Context: an optimization exercise on an open-source flow, tuned for small area, a short achievable clock period and few clock cycles per item. The choices shown serve that exercise and are no tape-out recipe.
The RTL was checked by simulation tests, not by an equivalence proof against the original design.
The clock port is modelled as an ideal driver; clocking choices that lean on that would not hold on a real chip.

## job 9827
==> flow/design.v (excerpt) <==
module sha256_engine (
    input  wire         clk,
    input  wire         rst,         
    input  wire         in_valid,
    output wire         in_ready,
    input  wire         in_first,
    input  wire [31:0]  in_data,
    output wire         out_valid,
    input  wire         out_ready,
    output wire [255:0] out_digest
);
Size: about 300 I/O pins, roughly 55,000 um2 of cells after synthesis.
==> flow/config.mk <==
export PLATFORM = sky130hd
export DESIGN_NAME = sha256_engine
export DESIGN_NICKNAME = sha256_engine
export VERILOG_FILES = /design/flow/design.v
export SDC_FILE = /design/flow/constraint.sdc
export NUM_CORES = 4
export LEC_CHECK = 0
export CAP_MARGIN = 20
export CORE_MARGIN = 2
export CORE_UTILIZATION = 30
export PLACE_DENSITY = 0.75
export SETUP_SLACK_MARGIN = 5
export SLEW_MARGIN = 20
==> flow/constraint.sdc <==
create_clock -name core_clock -period 10.0 [get_ports {clk}]
set_input_delay 2.0000 -clock core_clock [delete_from_list [all_inputs] [get_ports {clk}]]
set_output_delay 2.0000 -clock core_clock [all_outputs]
set_load 0.01 [all_outputs]
standard.sh (not shown) runs the stock make flow with config.mk's settings and CLKGATE_MAP_FILE= SYNTH_SCRIPT=/design/flow/synth_recipe.tcl, a recipe that flattens the netlist after the stock synthesis.
==> flow/flow/run.sh <==
#!/bin/bash
# Layout flow: the standard synthesis and layout, with
#  - port buffers of sky130_fd_sc_hd__buf_1,
#  - a clock tree built from clkbuf_16 leaf clusters of up to 24 sinks and
#    no dummy balancing loads.

# Each tool's output goes to a log file in the work folder.
set -euo pipefail
export BUFFER_PORTS_ARGS="-buffer_cell sky130_fd_sc_hd__buf_1"
export CTS_ARGS="-sink_clustering_enable -repair_clock_nets -sink_clustering_size 24 -sink_clustering_max_diameter 100 -buf_list sky130_fd_sc_hd__clkbuf_16 -dont_use_dummy_load"

bash standard.sh synth > synth.log 2>&1
bash standard.sh finish > layout.log 2>&1
Testbench counts of job 9827, summed over its fixed seeds: cycles 55,794, blocks 858.
The following lists how job 1664 was set up differently from job 9827:
Settings: PLACE_DENSITY: 0.75 -> unset.
Notes after the runs:
- Run comparison: job 9827 launch point of the critical path a[21]; job 1664 launch point of the critical path a[22]
- Job 9827 → job 1664: placer's final routability congestion estimate lower, non-clock buffer count now sits higher, cell count has increased, final critical delay including setup and external delays now sits lower, synthesized cell count has remained practically unchanged.
### job 1664 -> job 1427
Settings: changing CORE_UTILIZATION from 30 to 40.
==> flow/flow/run.sh <==
#!/bin/bash
# Layout flow: the standard synthesis and layout, with
#  - port buffers of sky130_fd_sc_hd__buf_2,
#  - a clock tree built from clkbuf_16 leaf clusters of up to 24 sinks and
#    no dummy balancing loads.

# Each tool's output goes to a log file in the work folder.
set -euo pipefail
export BUFFER_PORTS_ARGS="-buffer_cell sky130_fd_sc_hd__buf_2"
export CTS_ARGS="-sink_clustering_enable -repair_clock_nets -sink_clustering_size 24 -sink_clustering_max_diameter 100 -buf_list sky130_fd_sc_hd__clkbuf_16 -dont_use_dummy_load"

bash standard.sh synth > synth.log 2>&1
bash standard.sh finish > layout.log 2>&1
Results
First-pass GRT wire length shrinks by a few percent when moving from job 1664 to job 1427.
The run showing the greater average wire per cell in the routed design is job 1427.
Going from job 1664 to job 1427, total of buffers placed on input and output ports stayed essentially flat; number of instances in the synthesized netlist now sits at about the same level; non-clock buffer count -about 3.8%.
[compare] base=job 1664 new=job 1427: setup slack now sits lower, required time of the critical path now sits higher, insertion delay of the later-clocked pin in the worst-skew pair now sits lower.
Total non-filler cell area in the finished layout went down slightly going from job 1664 to job 1427.

* * *

Another version of the RTL of sha256_engine (not shown whole).
Size: ~1,100 flip-flops, ~300 I/O pins, ~55,000 um2 of cells after synthesis.
// sha256_engine
module sha256_engine (
    input  wire         clk,
    input  wire         rst,         
    input  wire         in_valid,
    output wire         in_ready,
    input  wire         in_first,
    input  wire [31:0]  in_data,
    output wire         out_valid,
    input  wire         out_ready,
    output wire [255:0] out_digest
);
    reg        ld;         
    reg        rdy;        
    reg [3:0]  lag;        
    reg        run;        
    reg        fin;        
    reg        ov;         
    reg [3:0]  wcnt;       
    reg [5:0]  kn;         
    reg        first_q;    
    reg        ff_first;   
    reg        init_q;     
    reg        took;       
    reg        took1;      
    reg [1:0]  fj;         
    reg [31:0] w [0:15];
    reg [31:0] a, b, c, d, e, f, g, h;
    reg [31:0] p;
    reg [31:0] k_q;        
    reg [31:0] ra [0:3];
    reg [31:0] re [0:3];
    function [31:0] rotr(input [31:0] x, input integer n);
        rotr = (x >> n) | (x << (32 - n));
    endfunction
    function [31:0] bsig0(input [31:0] x);
        bsig0 = rotr(x, 2) ^ rotr(x, 13) ^ rotr(x, 22);
    endfunction
    function [31:0] bsig1(input [31:0] x);
        bsig1 = rotr(x, 6) ^ rotr(x, 11) ^ rotr(x, 25);
    endfunction
    function [31:0] ssig0(input [31:0] x);
        ssig0 = rotr(x, 7) ^ rotr(x, 18) ^ (x >> 3);
    endfunction
    function [31:0] ssig1(input [31:0] x);
        ssig1 = rotr(x, 17) ^ rotr(x, 19) ^ (x >> 10);
    endfunction
    function [31:0] csa_s(input [31:0] x, input [31:0] y, input [31:0] z);
        csa_s = x ^ y ^ z;
    endfunction
    function [31:0] csa_c(input [31:0] x, input [31:0] y, input [31:0] z);
        csa_c = ((x & y) | (x & z) | (y & z)) << 1;
    endfunction
    function [31:0] add_bk(input [31:0] x, input [31:0] y);
        reg [31:0] gg, pp, hs;
        integer l, i;
        begin
            gg = x & y;
            pp = x ^ y;
            hs = pp;
            for (l = 0; l < 5; l = l + 1) begin
                for (i = (2 << l) - 1; i < 32; i = i + (2 << l)) begin
                    gg[i] = gg[i] | (pp[i] & gg[i - (1 << l)]);
  ...
export LEC_CHECK = 0
export CAP_MARGIN = 20
export CORE_MARGIN = 2
export CORE_UTILIZATION = 30
export SETUP_SLACK_MARGIN = 5
export SLEW_MARGIN = 20
create_clock -name core_clock -period 10.0 [get_ports {clk}]
==> flow/flow/run.sh <==
#!/bin/bash
# Layout flow: the standard synthesis and layout, with
#  - port buffers of sky130_fd_sc_hd__buf_1,
#  - a clock tree built from clkbuf_16 leaf clusters of up to 24 sinks and
#    no dummy balancing loads,
#  - after the clock tree, a delay cell in front of the clock pin of each
#    flip-flop of the working variable a (flow/skew.tcl): useful skew for the
#    register-to-register paths into a,
#  - timing repair after global routing that aims at 5.5 ns of setup slack
#    (flow/margin.tcl).
# Each tool's output goes to a log file in the work folder.
set -euo pipefail
export BUFFER_PORTS_ARGS="-buffer_cell sky130_fd_sc_hd__buf_1"
export CTS_ARGS="-sink_clustering_enable -repair_clock_nets -sink_clustering_size 24 -sink_clustering_max_diameter 100 -buf_list sky130_fd_sc_hd__clkbuf_16 -dont_use_dummy_load"
export POST_CTS_TCL="$PWD/flow/skew.tcl"
export PRE_GLOBAL_ROUTE_TCL="$PWD/flow/margin.tcl"
bash standard.sh synth > synth.log 2>&1
bash standard.sh finish > layout.log 2>&1
==> flow/flow/margin.tcl <==
# Timing repair after global routing aims at 5.5 ns of setup slack (5 ns in
# the earlier stages, before the useful skew of flow/skew.tcl is in place).
set ::env(SETUP_SLACK_MARGIN) 5.5
==> flow/flow/skew.tcl <==
# Useful skew for the paths into working variable a: one clkdlybuf4s50_1 in
# front of the clock pin of each of a's flip-flops.  The paths from e, f, g
# and p into a pass one more adder level than any path from a to a, which
# this delay balances; then legalize the new cells.
set block [ord::get_db_block]
set n 0
foreach inst [$block getInsts] {
  set name [$inst getName]
  if {![regexp {^a\\\[[0-9]+\\\]\$} $name]} { continue }
  set clkpin [$inst findITerm CLK]
  if {$clkpin == "NULL"} { continue }
  set net [$clkpin getNet]
  set loc [$inst getLocation]
  insert_buffer -buffer_cell sky130_fd_sc_hd__clkdlybuf4s50_1 \
    -net [sta::find_net [$net getName]] \
    -load_pins [list [sta::find_pin "$name/CLK"]] \
    -location [list [ord::dbu_to_microns [lindex $loc 0]] [ord::dbu_to_microns [lindex $loc 1]]] \
    -buffer_name skewbuf_$n -net_name skewnet_$n
  incr n
}
puts "skew buffers inserted: $n"
detailed_placement
check_placement -verbose
The starting point went through all stages and came out clean.
Testbench counts at the start, summed over its fixed seeds: cycles 55,794, blocks 858.
Rerun with:
--- a/flow/flow/run.sh
+++ b/flow/flow/run.sh
@@ -8,3 +8,3 @@
 #    register-to-register paths into a,
-#  - timing repair after global routing that aims at 5.5 ns of setup slack
+#  - timing repair after global routing that aims at 6 ns of setup slack
 #    (flow/margin.tcl).
==> flow/flow/margin.tcl (replaced) <==
# Timing repair after global routing aims at 6 ns of setup slack (5 ns in
# the earlier stages, before the useful skew of flow/skew.tcl is in place).
set ::env(SETUP_SLACK_MARGIN) 6
After rerunning: Wire length rises slightly. Flip-flop and latch count is unchanged. Die area is unchanged. Final cell count climbs slightly. Area after synthesis stays the same. Core utilization rises by 1.5 points. Global-route usage does not change. Via count goes up by a few percent. Worst setup slack improved by 0.18 ns.

[separate check: timing with driven ports]
The flow's constraints put no driver on any port. The routed layouts listed below were extracted and timed again, unchanged, in two steps. Step 1 assumes that a clkbuf_16 drives the clock port and a buf_2 every other input. Step 2, shift: input delay + t, output delay - t, t = (earliest + latest rising clock arrival at the registers) / 2. This alone moves slack from input paths to output paths. Slacks: ideal / step 1 / step 2; pairs: ideal / step 1.
run | t (ns) | slack for setup (ns) | worst hold slack (ns) | clock arrival spread, ns
job 9827 | 0.742 | 5.057 / 5.057 / 4.574 | 0.278 / 0.278 / 0.278 | 0.162 / 0.161
job 1664 | 0.776 | 5.093 / 5.093 / 4.427 | 0.272 / 0.272 / 0.272 | 0.160 / 0.160
job 1427 | 0.741 | 5.033 / 5.033 / 4.536 | 0.266 / 0.266 / 0.266 | 0.107 / 0.107
the first run of note 2 | 1.008 | 5.520 / 5.520 / 5.520 | 0.278 / 0.278 / 0.278 | 0.580 / 0.579
the second run of note 2 | 1.008 | 5.703 / 5.703 / 5.641 | 0.277 / 0.277 / 0.277 | 0.574 / 0.573
In the first run of note 2 and the second run of note 2 the clock reaches the registers at very different times; t lies between them, and the last value is a rough guide only. For job 1664, which loses most, drivers alone change the setup slack by 0.000 ns; drivers and shift together by -0.666 ns.
